Background: an optimization exercise with open tools, aiming at small area, a short achievable clock period and few clock cycles per item. Do not read the settings as production practice.
The RTL was checked by simulation tests, not by an equivalence proof against the original design.

### design.v
module loop_engine (
    input  wire               clk,
    input  wire               rst,         
    input  wire               start,       
    input  wire               init,        
    input  wire               pbsafe,      
    input  wire               run,         
    input  wire               stopping,    
    input  wire               llen,
    input  wire               tren,
    input  wire               trexm,
    input  wire               trlohz,
    input  wire signed [11:0] code,        
    input  wire signed [17:0] isum,        
    input  wire        [15:0] rll,         
    input  wire        [9:0]  linband,
    input  wire        [5:0]  trhyst,
    input  wire        [9:0]  trmaxs,
    input  wire        [15:0] dtrhi,       
    input  wire        [15:0] dtrlo,
    input  wire        [15:0] dmax,
    input  wire        [15:0] dmin,
    input  wire        [15:0] dhwmax,
    input  wire        [15:0] kcl,         
    input  wire        [15:0] ilimt,
    input  wire        [15:0] ilim,        
    input  wire signed [23:0] b0,          
    input  wire signed [23:0] b1,
    input  wire signed [23:0] b2,
    input  wire signed [23:0] a1,          
    input  wire signed [23:0] a2,
    input  wire signed [23:0] a3,
    input  wire signed [23:0] ki,          
    input  wire        [3:0]  bsh,
    input  wire        [4:0]  ish,
    input  wire signed [15:0] imin,        
    input  wire signed [15:0] imax,
    output wire               ready,
    output reg                done,
    output wire        [19:0] word,        
    output reg         [1:0]  tag,
    output wire signed [15:0] eeff_o,
    output wire        [1:0]  trstate,
    output reg                clamphi,
    output reg                clamplo,
    output reg                windup,
    output wire               ilimact,
    output wire        [39:0] integ,       
    output wire        [31:0] yout,        
    output reg                evt_trf,
    output reg                evt_trtof,
    output reg                evt_windf,
    output reg                evt_ilimf,
    output reg                fault_ilim
);
    localparam [1:0] TAG_LIN = 2'd0, TAG_TRHI = 2'd1, TAG_TRLO = 2'd2, TAG_NOSINK = 2'd3;
    reg signed [39:0] i_q;          
    reg signed [15:0] e1, e2;       
    reg signed [31:0] y1, y2, y3;   
    reg        [19:0] d_prev;       
    reg        [1:0]  tr_q;         
    reg        [9:0]  trn;          
    reg               block_q;      
    reg               clipped_q;
    reg               nosink_q;
    reg        [15:0] ilimn;        
    reg               ilim_q;       
    assign integ   = i_q;
    assign yout    = y1;
    assign word    = d_prev;
    assign trstate = tr_q;
    assign ilimact = ilim_q;
    reg        busy;
    reg [3:0]  ph;
    reg        mode;                
    assign ready = !busy;
    reg signed [23:0] opx;
    reg signed [18:0] opz;
    reg        [4:0]  sh;
    reg signed [71:0] acc;
    reg signed [15:0] eeff;
    reg        [1:0]  tr_n;
    reg               entry_n, forced_n, exit_n, block_n;
    reg signed [39:0] it;           
    reg               clip_n;
    reg signed [31:0] u;            
    reg signed [39:0] hwcl;         
    reg        [6:0]  rem;
    reg        [15:0] sr;           
    reg        [4:0]  low5;
    reg               ll_sat, ll_neg;
    assign eeff_o = eeff;
    wire [9:0]  lb    = (linband < 10'd16) ? 10'd16 : linband;
    wire [9:0]  hyst  = ({4'd0, trhyst} >= lb) ? lb - 10'd1 : {4'd0, trhyst};
    wire [9:0]  tmax  = (trmaxs == 10'd0) ? 10'd1 : trmaxs;
    wire [15:0] ltmax = (ilimt == 16'd0) ? 16'd1 : ilimt;
    wire signed [42:0] prod  = opx * opz;
    wire signed [71:0] prod72 = {{29{prod[42]}}, prod};
    wire signed [71:0] psh   = prod72 <<< sh;
    reg signed [71:0] base;
    always @(*) begin
        case (ph)
            4'd0:    base = 72'sd0;
            4'd1:    base = 72'sd1 <<< 20;
            4'd10:   base = {{16{i_q[39]}}, i_q, 16'h8000};
            4'd11:   base = {42'd0, d_prev, 10'd0};
            default: base = acc;
        endcase
    end
    wire signed [71:0] acc_n = base + psh;
    wire        [3:0]  np = busy ? ph + 4'd1 : (llen ? 4'd0 : 4'd1);
    wire        [4:0]  sh_b = 5'd28 - {1'b0, bsh};
    wire        [4:0]  sh_i = 5'd31 - ish;
    reg signed [23:0]  opx_n;
    reg signed [18:0]  opz_n;
    reg        [4:0]   sh_n;
    always @(*) begin
        opx_n = b1;
        opz_n = {{3{e1[15]}}, e1};
        sh_n  = sh_b;
        case (np)
            4'd0:  begin opx_n = {{6{isum[17]}}, isum}; opz_n = {3'd0, rll};  sh_n = 5'd0; end
            4'd1:  begin opx_n = b1; opz_n = {{3{e1[15]}}, e1}; sh_n = sh_b; end
            4'd2:  begin opx_n = b2; opz_n = {{3{e2[15]}}, e2}; sh_n = sh_b; end
            4'd3:  begin opx_n = a1; opz_n = -$signed({3'd0, y1[15:0]});            sh_n = 5'd0;  end
            4'd4:  begin opx_n = a1; opz_n = -$signed({{3{y1[31]}}, y1[31:16]});    sh_n = 5'd16; end
            4'd5:  begin opx_n = a2; opz_n = -$signed({3'd0, y2[15:0]});            sh_n = 5'd0;  end
            4'd6:  begin opx_n = a2; opz_n = -$signed({{3{y2[31]}}, y2[31:16]});    sh_n = 5'd16; end
            4'd7:  begin opx_n = a3; opz_n = -$signed({3'd0, y3[15:0]});            sh_n = 5'd0;  end
            4'd8:  begin opx_n = a3; opz_n = -$signed({{3{y3[31]}}, y3[31:16]});    sh_n = 5'd16; end
            4'd9:  begin opx_n = b0; opz_n = {{3{e1[15]}}, e1}; sh_n = sh_b; end
            4'd10: begin opx_n = ki; opz_n = {{3{eeff[15]}}, eeff}; sh_n = sh_i; end
            4'd11: begin opx_n = {8'd0, kcl};
                         opz_n = $signed({3'd0, ilim}) - $signed({isum[17], isum});
                         sh_n  = 5'd2; end
            default: ;
        endcase
    end
    wire signed [34:0] p_ll  = acc[34:0];
    wire        [33:0] p_abs = p_ll[34] ? -p_ll[33:0] : p_ll[33:0];
    wire        [28:0] x_ll  = p_abs[33:5];
    reg  [6:0] dr;
    reg  [3:0] dq;
    reg  [7:0] dt;
    integer k;
    always @(*) begin
        dr = rem;
        for (k = 0; k < 4; k = k + 1) begin
            dt = {dr, sr[15 - k]};
            if (dt >= 8'd125) begin
                dr = dt - 8'd125;
                dq[3 - k] = 1'b1;
            end else begin
                dr = dt[6:0];
                dq[3 - k] = 1'b0;
            end
        end
    end
    wire [11:0] ll_r    = {rem, low5};
    wire        ll_up   = (ll_r > 12'd2000) || (ll_r == 12'd2000 && sr[0]);
    wire [16:0] q_rnd   = {1'b0, sr} + {16'd0, ll_up};
    wire signed [15:0] ll = ll_neg ? ((ll_sat || q_rnd > 17'd32768) ? 16'sh8000 : -q_rnd[15:0])
                                   : ((ll_sat || q_rnd > 17'd32767) ? 16'sh7fff : q_rnd[15:0]);
    wire signed [16:0] ediff  = {{5{code[11]}}, code} - {ll[15], ll};
    wire signed [15:0] eeff_l = (ediff > 17'sd32767)  ? 16'sh7fff :
                                (ediff < -17'sd32768) ? 16'sh8000 : ediff[15:0];
    wire        [16:0] eabs   = eeff[15] ? -{eeff[15], eeff} : {1'b0, eeff};
    wire signed [16:0] lbs    = {7'd0, lb};
    wire               outband = eabs > {7'd0, lb};
    wire signed [16:0] eeff17 = {eeff[15], eeff};
    wire [1:0] tr_in = run ? tr_q : 2'd0;
    reg  [1:0] tr_c;
    reg        entry_c, forced_c, exit_c, block_c;
    always @(*) begin
        tr_c     = tr_in;
        entry_c  = 1'b0;
        forced_c = 1'b0;
        exit_c   = 1'b0;
        block_c  = block_q && outband;
        if (tr_in != 2'd0 && eabs <= {7'd0, lb - hyst}) begin
            tr_c   = 2'd0;
            exit_c = 1'b1;
        end else if (tr_in != 2'd0 && trn >= tmax) begin
            tr_c     = 2'd0;
            exit_c   = 1'b1;
            forced_c = 1'b1;
            block_c  = outband;
        end else if (tr_in != 2'd0 || (run && tren && !block_c)) begin
            if (eeff17 > lbs)
                tr_c = 2'd1;
            else if (eeff17 < -lbs)
                tr_c = 2'd2;
            entry_c = (tr_c != tr_in);
        end
    end
    wire signed [15:0] ef_c = (tr_c == 2'd0) ? eeff :
                              (eeff17 > lbs)  ? lbs[15:0] :
                              (eeff17 < -lbs) ? -lbs[15:0] : eeff;
    wire signed [50:0] y_t   = acc[71:21];
    wire               y_tie = (acc[20:0] == 21'd0);
    wire signed [31:0] y_c   = (y_t > 51'sh7fff_ffff)  ? 32'sh7fff_ffff :
                               (y_t < -51'sh8000_0000) ? 32'sh8000_0000 :
                               {y_t[31:1], y_t[0] & ~y_tie};
    wire signed [55:0] ai_t   = acc[71:16];
    wire               ai_tie = (acc[15:0] == 16'd0);
    wire signed [39:0] ai_c   = (ai_t > 56'sh7f_ffff_ffff)  ? 40'sh7f_ffff_ffff :
                                (ai_t < -56'sh80_0000_0000) ? 40'sh80_0000_0000 :
                                {ai_t[39:1], ai_t[0] & ~ai_tie};
    wire signed [41:0] pre_v  = $signed({2'b0, d_prev, 18'd0}) - $signed({{2{y1[31]}}, y1, 8'd0});
    wire signed [39:0] pre_c  = (pre_v > 42'sh7f_ffff_ffff) ? 40'sh7f_ffff_ffff :
                                (pre_v < -42'sh80_0000_0000) ? 40'sh80_0000_0000 : pre_v[39:0];
    wire               pre    = exit_n && trexm;
    wire signed [39:0] raw_c  = pre ? pre_c : ai_c;
    wire signed [39:0] ilo    = {{1{imin[15]}}, imin, 23'd0};
    wire signed [39:0] ihi    = {{1{imax[15]}}, imax, 23'd0};
    wire signed [39:0] it_lo  = (raw_c < ilo) ? ilo : raw_c;
    wire signed [39:0] it_c   = (it_lo > ihi) ? ihi : it_lo;
    wire signed [41:0] us     = {{2{it[39]}}, it} + {{2{y1[31]}}, y1, 8'h80};
    wire signed [33:0] us_t   = us[41:8];
    wire               us_tie = (us[7:0] == 8'd0);
    wire signed [31:0] u_c    = (us_t > 34'sh7fff_ffff)  ? 32'sh7fff_ffff :
                                (us_t < -34'sh8000_0000) ? 32'sh8000_0000 :
                                {us_t[31:1], us_t[0] & ~us_tie};
    wire               ilim_c  = $signed({isum[17], isum}) > $signed({3'd0, ilim});
    wire signed [39:0] clim_v  = acc[39:0];
    wire signed [39:0] dhw_v   = {10'd0, dhwmax, 14'd0};
    wire signed [39:0] hwcl_c  = (ilim_c && clim_v < dhw_v) ? clim_v : dhw_v;
    wire signed [39:0] dmax_v  = {10'd0, dmax, 14'd0};
    wire signed [39:0] dmin_v  = {10'd0, dmin, 14'd0};
    wire signed [39:0] ceil_v  = (hwcl < dmax_v) ? hwcl : dmax_v;
    wire signed [39:0] floor_v = (dmin_v < ceil_v) ? dmin_v : ceil_v;
    wire signed [39:0] dtr_v   = {10'd0, (tr_n == 2'd1) ? dtrhi : dtrlo, 14'd0};
    wire signed [39:0] u_v     = {{8{u[31]}}, u};
    reg  signed [39:0] d;
    reg                inhib;
    always @(*) begin
        inhib = 1'b0;
        if (tr_n != 2'd0)
            d = (dtr_v < hwcl) ? dtr_v : hwcl;
        else if (u_v >= ceil_v) begin
            d = ceil_v;
            inhib = !eeff[15] && eeff != 16'sd0;
        end else if (u_v <= floor_v) begin
            d = floor_v;
            inhib = eeff[15];
        end else
            d = u_v;
    end
    wire        [39:0] dpos    = d[39] ? 40'd0 : d;
    wire        [29:0] dq_w    = dpos[39:10];
    wire               d_up    = dpos[9:0] > 10'h200 || (dpos[9:0] == 10'h200 && dq_w[0]);
    wire        [30:0] dw      = {1'b0, dq_w} + {30'd0, d_up};
    wire        [19:0] word_c  = (dw > 31'hFFFFF) ? 20'hFFFFF : dw[19:0];
    wire               nosink_c = nosink_q && eeff[15] && !stopping;
    wire        [1:0]  tag_c   = (tr_n == 2'd1) ? TAG_TRHI :
                                 (tr_n == 2'd2) ? (trlohz ? TAG_NOSINK : TAG_TRLO) :
                                 nosink_c ? TAG_NOSINK : TAG_LIN;
    wire do_tr = busy && (mode ? (ph == 4'd7) : (ph == 4'd1));
    always @(posedge clk) begin
        opx <= opx_n;
        opz <= opz_n;
        sh  <= sh_n;
        if (busy && ph <= 4'd11)
            acc <= acc_n;
        if (!busy && start)
            eeff <= {{4{code[11]}}, code};
        else if (busy && mode && ph == 4'd6)
            eeff <= eeff_l;
        if (do_tr) begin
            tr_n     <= tr_c;
            entry_n  <= entry_c;
            forced_n <= forced_c;
            exit_n   <= exit_c;
            block_n  <= block_c;
        end
        if (busy && mode && ph == 4'd1) begin
            ll_neg <= p_ll[34];
            ll_sat <= x_ll >= 29'd4096125;
            low5   <= p_abs[4:0];
            rem    <= {1'b0, x_ll[21:16]};
            sr     <= x_ll[15:0];
        end else if (busy && mode && ph >= 4'd2 && ph <= 4'd5) begin
            rem <= dr;
            sr  <= {sr[11:0], dq};
        end
        if (busy && ph == 4'd11) begin
            it     <= it_c;
            clip_n <= (it_c != raw_c);
        end
        if (busy && ph == 4'd12) begin
            u    <= u_c;
            hwcl <= hwcl_c;
        end
    end
    always @(posedge clk) begin
        done <= 1'b0;
        if (rst) begin
            busy       <= 1'b0;
            ph         <= 4'd0;
            mode       <= 1'b0;
            i_q        <= 40'sd0;
            e1         <= 16'sd0;
            e2         <= 16'sd0;
            y1         <= 32'sd0;
            y2         <= 32'sd0;
            y3         <= 32'sd0;
            d_prev     <= 20'd0;
            tr_q       <= 2'd0;
            trn        <= 10'd0;
            block_q    <= 1'b0;
            clipped_q  <= 1'b0;
            nosink_q   <= 1'b0;
            ilimn      <= 16'd0;
            ilim_q     <= 1'b0;
        end else if (!busy) begin
            if (start) begin
                busy <= 1'b1;
                mode <= llen;
                ph   <= llen ? 4'd0 : 4'd1;
            end else if (init) begin
                i_q       <= 40'sd0;
                e1        <= 16'sd0;
                e2        <= 16'sd0;
                y1        <= 32'sd0;
                y2        <= 32'sd0;
                y3        <= 32'sd0;
                d_prev    <= 20'd0;
                tr_q      <= 2'd0;
                trn       <= 10'd0;
                block_q   <= 1'b0;
                clipped_q <= 1'b0;
                nosink_q  <= pbsafe;
                ilimn     <= 16'd0;
                ilim_q    <= 1'b0;
            end
        end else begin
            ph <= ph + 4'd1;
            if (do_tr) begin
                e2 <= e1;
                e1 <= ef_c;
            end
            if (ph == 4'd10) begin
                y3 <= y2;
                y2 <= y1;
                y1 <= y_c;
            end
            if (ph == 4'd13) begin
                if (tr_n == 2'd0 && !(inhib && !(exit_n && trexm)))
                    i_q <= it;
                d_prev    <= word_c;
                trn       <= (tr_n == 2'd0) ? 10'd0 : (tr_q != 2'd0) ? trn + 10'd1 : 10'd1;
                tr_q      <= tr_n;
                block_q   <= block_n;
                nosink_q  <= nosink_c;
                clipped_q <= (tr_n == 2'd0) && clip_n;
                ilim_q    <= ilim_c;
                if (ilim_c) begin
                    if (ilimn + 16'd1 >= ltmax)
                        ilimn <= 16'd0;
                    else
                        ilimn <= ilimn + 16'd1;
                end else
                    ilimn <= 16'd0;
                busy <= 1'b0;
                done <= 1'b1;
            end
        end
    end
    always @(posedge clk) begin
        if (busy && ph == 4'd13) begin
            fault_ilim <= ilim_c && (ilimn + 16'd1 >= ltmax);
            tag        <= tag_c;
            clamphi    <= (tr_n == 2'd0) && (d == ceil_v);
            clamplo    <= (tr_n == 2'd0) && (d == floor_v);
            windup     <= (tr_n == 2'd0) && (clip_n || inhib);
            evt_trf    <= entry_n;
            evt_trtof  <= forced_n;
            evt_windf  <= (tr_n == 2'd0) && clip_n && !clipped_q;
            evt_ilimf  <= ilim_c && !ilim_q;
        end
    end
endmodule
### run.sh
#!/bin/bash
# synth_recipe.tcl (not shown) runs the flow's synth.tcl, then flattens the netlist and writes it again
# the make line also repeats each setting of config.mk as NAME=value (left out here)
make -C /OpenROAD-flow-scripts/flow DESIGN_CONFIG=/design/flow/config.mk WORK_HOME=/design/flow/orfs CLKGATE_MAP_FILE= SYNTH_SCRIPT=/design/flow/synth_recipe.tcl finish
### config.mk
export PLATFORM = sky130hd
export DESIGN_NAME = loop_engine
export DESIGN_NICKNAME = loop_engine
export VERILOG_FILES = /design/flow/design.v
export SDC_FILE = /design/flow/constraint.sdc
export NUM_CORES = 4
export LEC_CHECK = 0
export CAP_MARGIN = 20
export CORE_MARGIN = 2
export CORE_UTILIZATION = 25
export SLEW_MARGIN = 20
### constraint.sdc
create_clock -name core_clock -period 22.0 [get_ports {clk}]
set_input_delay 4.4000 -clock core_clock [delete_from_list [all_inputs] [get_ports {clk}]]
set_output_delay 4.4000 -clock core_clock [all_outputs]
set_load 0.01 [all_outputs]
==> impl_metrics.prom <==
# TYPE chip_impl_metric gauge
chip_impl_metric{name="vias_per_cell",unit=""} 5.28
chip_impl_metric{name="slew_headroom",unit=""} 0.209
chip_impl_metric{name="cts_buffers",unit=""} 67
chip_impl_metric{name="timing.reg2reg.worst_path_depth",unit=""} 41
chip_impl_metric{name="worst-slew-pin-transition",unit="ns"} 1.19
chip_impl_metric{name="largest_net_degree_at_the_start_of_global_routing",unit=""} 97
chip_impl_metric{name="mappedNetlistArea",unit="um^2"} 64700
chip_impl_metric{name="place.detailed.hpwl",unit="um"} 240000
chip_impl_metric{name="place_inst",unit=""} 11536
chip_impl_metric{name="final_non_filler_cell_total",unit=""} 11686
chip_impl_metric{name="synthesis.area_per_instance",unit="um^2"} 8.21
chip_impl_metric{name="cp_data_required_time",unit="ns"} 22.55
chip_impl_metric{name="tritoncts_num_sinks",unit=""} 522
chip_impl_metric{name="postCtsHoldBufs",unit=""} 0
chip_impl_metric{name="synth-warning-count",unit=""} 1
chip_impl_metric{name="skew",unit="ns"} 0.0415
chip_impl_metric{name="setup_viol",unit=""} 0
chip_impl_metric{name="count_of_antenna_violating_nets_left_after_detailed_routing",unit=""} 0
chip_impl_metric{name="detailedRoute.firstIterationViolations",unit=""} 6673
chip_impl_info{name="timing.critical_path.from_type",value="input pin"} 1
chip_impl_metric{name="worst_path_largest_cell_delay",unit="ns"} 0.67
chip_impl_metric{name="count_of_tritonroute_iterations_in_the_first_routing_pass",unit=""} 8
chip_impl_metric{name="postCtsResizedCells",unit=""} 0
chip_impl_metric{name="seq_area_frac_synth",unit=""} 0.200
chip_impl_metric{name="timing.critical_path.arrival",unit="ns"} 17.29
chip_impl_metric{name="filler_cell_count",unit=""} 27602
chip_impl_info{name="tritoncts",value="built"} 1
chip_impl_info{name="synth_top_area_cell",value="fa_1"} 1
chip_impl_metric{name="grt.total_usage",unit=""} 0.215
chip_impl_info{name="top_layer",value="met5"} 1
chip_impl_metric{name="area.growth.synth_to_final",unit="%"} 18.2
chip_impl_metric{name="cell_depth_of_the_worst_setup_path",unit=""} 57
chip_impl_info{name="yosys.cell_count.top_type",value="nand2_1"} 1
chip_impl_metric{name="final_number_of_hold_violating_endpoints",unit=""} 0
chip_impl_info{name="synth_flop_cell",value="dfxtp_1"} 1
chip_impl_info{name="worstHoldPathType",value="reg -> reg"} 1
chip_impl_metric{name="met2RoutedLength",unit="um"} 126000
chip_impl_metric{name="synth_cell_type_count",unit=""} 103
chip_impl_metric{name="met3_length",unit="um"} 29400
chip_impl_info{name="setup.worst_path.class",value="in -> reg"} 1
chip_impl_metric{name="synth_top_area_share",unit=""} 0.142
chip_impl_info{name="crit_start",value="dmax[1]"} 1
chip_impl_metric{name="setup.reg_to_reg.worst_slack",unit="ns"} 9.01
chip_impl_info{name="rr_endpoint",value="acc[71]"} 1
chip_impl_metric{name="max_cap_violations",unit=""} 0
chip_impl_metric{name="ios",unit=""} 543
chip_impl_info{name="critical-path-slowest-cell",value="ha_1"} 1
chip_impl_metric{name="clock_tree.htree_level_count",unit=""} 3
chip_impl_metric{name="die_h",unit="um"} 513
chip_impl_metric{name="clock_insertion_delay_worst_skew",unit="ns"} 0.72
chip_impl_metric{name="layout_worst_path_cycle_share",unit=""} 0.761
chip_impl_metric{name="maximum_operating_frequency",unit="MHz"} 59.7
chip_impl_metric{name="synth-edff-count",unit=""} 246
chip_impl_metric{name="gp_routability_congestion",unit=""} 0.990
chip_impl_info{name="endpoint_kind",value="flop"} 1
chip_impl_metric{name="fp.dieW",unit="um"} 513
chip_impl_metric{name="wl_met1",unit="um"} 123000
chip_impl_metric{name="initial_utilization",unit=""} 0.252
chip_impl_metric{name="ctsLongestPathBuffers",unit=""} 3
chip_impl_metric{name="layout.nets",unit=""} 9674
chip_impl_metric{name="clk_pin_slew_worst_paths",unit="ns"} 0.06
chip_impl_info{name="rsz0062_at_grt",value="false"} 1
chip_impl_metric{name="period_minus_slack",unit="ns"} 16.74
chip_impl_metric{name="fin_tns_setup",unit="ns"} 0
chip_impl_metric{name="floorplan.core_area",unit="um^2"} 257000
chip_impl_info{name="worst_r2r_startpoint",value="opz[6]"} 1
chip_impl_metric{name="drt-total-wl",unit="um"} 293000
chip_impl_metric{name="finalHoldWorstSlack",unit="ns"} 0.420
chip_impl_info{name="synthTopCellsByArea",value="fa_1 (14%), edfxtp_1 (11%), ha_1 (11%)"} 1
chip_impl_metric{name="finalMaxSlewViolations",unit=""} 0
chip_impl_metric{name="placement_rows",unit=""} 186
chip_impl_metric{name="routed_wire_length_per_instance",unit="um"} 25.0
chip_impl_metric{name="grt_pass1_vias",unit=""} 58660
chip_impl_metric{name="overflow",unit=""} 0
chip_impl_info{name="ctsRootBufferMaster",value="clkbuf_16"} 1
chip_impl_metric{name="design.die.area",unit="um^2"} 263000
chip_impl_metric{name="worstPathBufferInverterCount",unit=""} 6
chip_impl_metric{name="post_route_cells_drive_above_1_share",unit=""} 0.0564
chip_impl_info{name="synthTopCellsByCount",value="nand2_1 (887), inv_1 (738), a21oi_1 (677)"} 1
chip_impl_info{name="crit_path_end",value="d_prev[11]"} 1
chip_impl_metric{name="number_of_standard_cells_after_synthesis",unit=""} 7876
chip_impl_metric{name="numPortBuffers",unit=""} 542
chip_impl_metric{name="total_via_count_after_detailed_routing",unit=""} 61646
chip_impl_metric{name="grt_pass1_wl",unit="um"} 419000
chip_impl_info{name="timing.critical_path.max_delay_family",value="compound AO/OA/AOI/OAI gates"} 1
chip_impl_info{name="outcome",value="no timing/DRC/antenna violations"} 1
chip_impl_metric{name="yosys_register_bits",unit=""} 522
chip_impl_metric{name="cts_setup_buffers",unit=""} 0
chip_impl_metric{name="number_of_antenna_violations_at_the_first_check_in_global_routing",unit=""} 49
chip_impl_metric{name="async_flop_share",unit=""} 0
chip_impl_metric{name="timing.critical_path.fanout_max",unit=""} 45
chip_impl_metric{name="remaining_drc_errors",unit=""} 0
kinds of logic (layout without fill, tap and decap cells):
family / after synthesis / count (layout) / share of synthesized area
multiplexers: 244 / 244 / 0.0399
other: 1 / 31 / 0.0000580
XOR/XNOR: 454 / 454 / 0.0615
buffers and inverters: 1162 / 1558 / 0.0683
flip-flops: 522 / 522 / 0.200
adder cells (fa/ha/maj): 1037 / 1037 / 0.254
AND/OR/NAND/NOR: 2484 / 2484 / 0.182
AO/OA/AOI/OAI: 1972 / 1972 / 0.195
metrics by stage:
stage          cell area, um^2   util  worst slack (ns)
2_1_floorplan            64700      -              7.04
3_3_place_gp             74000  0.288              4.82
3_5_place_dp             74000  0.288              4.75
4_1_cts                  76300  0.297              5.41
5_1_grt                  76500  0.297              4.35
6_report                 76500  0.297              5.26
cell type report:
class | count | area [um^2] | share of cell area
clock inverter | 36 | 448 | 0.00586
inverter | 746 | 2800 | 0.0366
sequential | 522 | 12900 | 0.169
tap | 3384 | 4230 | 0.0554
timing repair buffer | 690 | 6580 | 0.0861
clock buffer | 86 | 1870 | 0.0245
antenna | 24 | 60.1 | 0.000785
multi-input combinational | 6198 | 47600 | 0.622
per-layer routing:
layer	global-route usage	vias up
met3	0.0629	503
met1	0.281	30036
met2	0.322	2823
li1	-	28260
met4	0.105	24
met5	0	-
layout by cell type, fill, tap and decap left out, drive strengths merged, types with 172 or more instances in the layout:
cell type	instances
a21oi	680
and2	172
clkdlybuf4s50	541
dfxtp	276
edfxtp	246
fa	459
ha	570
inv	746
nand2	887
nand3	240
nor2	518
o21ai	380
xnor2	304
registers in the layout (all words and copies together) (netlist names), 19 cells and up:
register / cells
acc: 72
hwcl: 40
i_q: 40
it: 40
u: 32
y1: 32
y2: 32
y3: 32
opx: 24
d_prev: 20
opz: 19
how the worst min path moves through the flow:
stage / depth (start not counted) / start / to
2_1_floorplan: 0 / entry_n / evt_trf
3_5_place_dp: 0 / entry_n / evt_trf
4_1_cts: 0 / entry_n / evt_trf
3_3_place_gp: 0 / entry_n / evt_trf
6_report: 0 / entry_n / evt_trf
5_1_grt: 0 / entry_n / evt_trf
Testbench counts, summed over its fixed seeds: cycles 285,985, samples 20,000.

-- what the ideal ports hide --
How much do the figures lean on ideal ports? The routed layout below was timed once more, with nothing changed but the port constraints. Step 1 (the two cells are an assumption about what drives the block):
set clk [get_ports {clk}]
set_driving_cell -lib_cell sky130_fd_sc_hd__clkbuf_16 $clk
set_driving_cell -lib_cell sky130_fd_sc_hd__buf_2 [delete_from_list [all_inputs] $clk]
Step 2, shift: input delay + t, output delay - t, t = (earliest + latest rising clock arrival at the registers) / 2. This alone moves slack from input paths to output paths. a / b / c = ideal ports / drivers / drivers and shift; a / b = the first two.
t (ns): 0.779
setup WS [ns]: 5.256 / 5.303 / 4.524
worst hold slack (ns): 0.420 / 0.420 / 0.420
clock arrival spread, ns: 0.044 / 0.044
slew at the worst register clock pin (ns): 0.08 / 0.08
After both steps setup and hold are still met in this run. For this run, drivers alone change the setup slack by +0.047 ns; drivers and shift together by -0.732 ns.
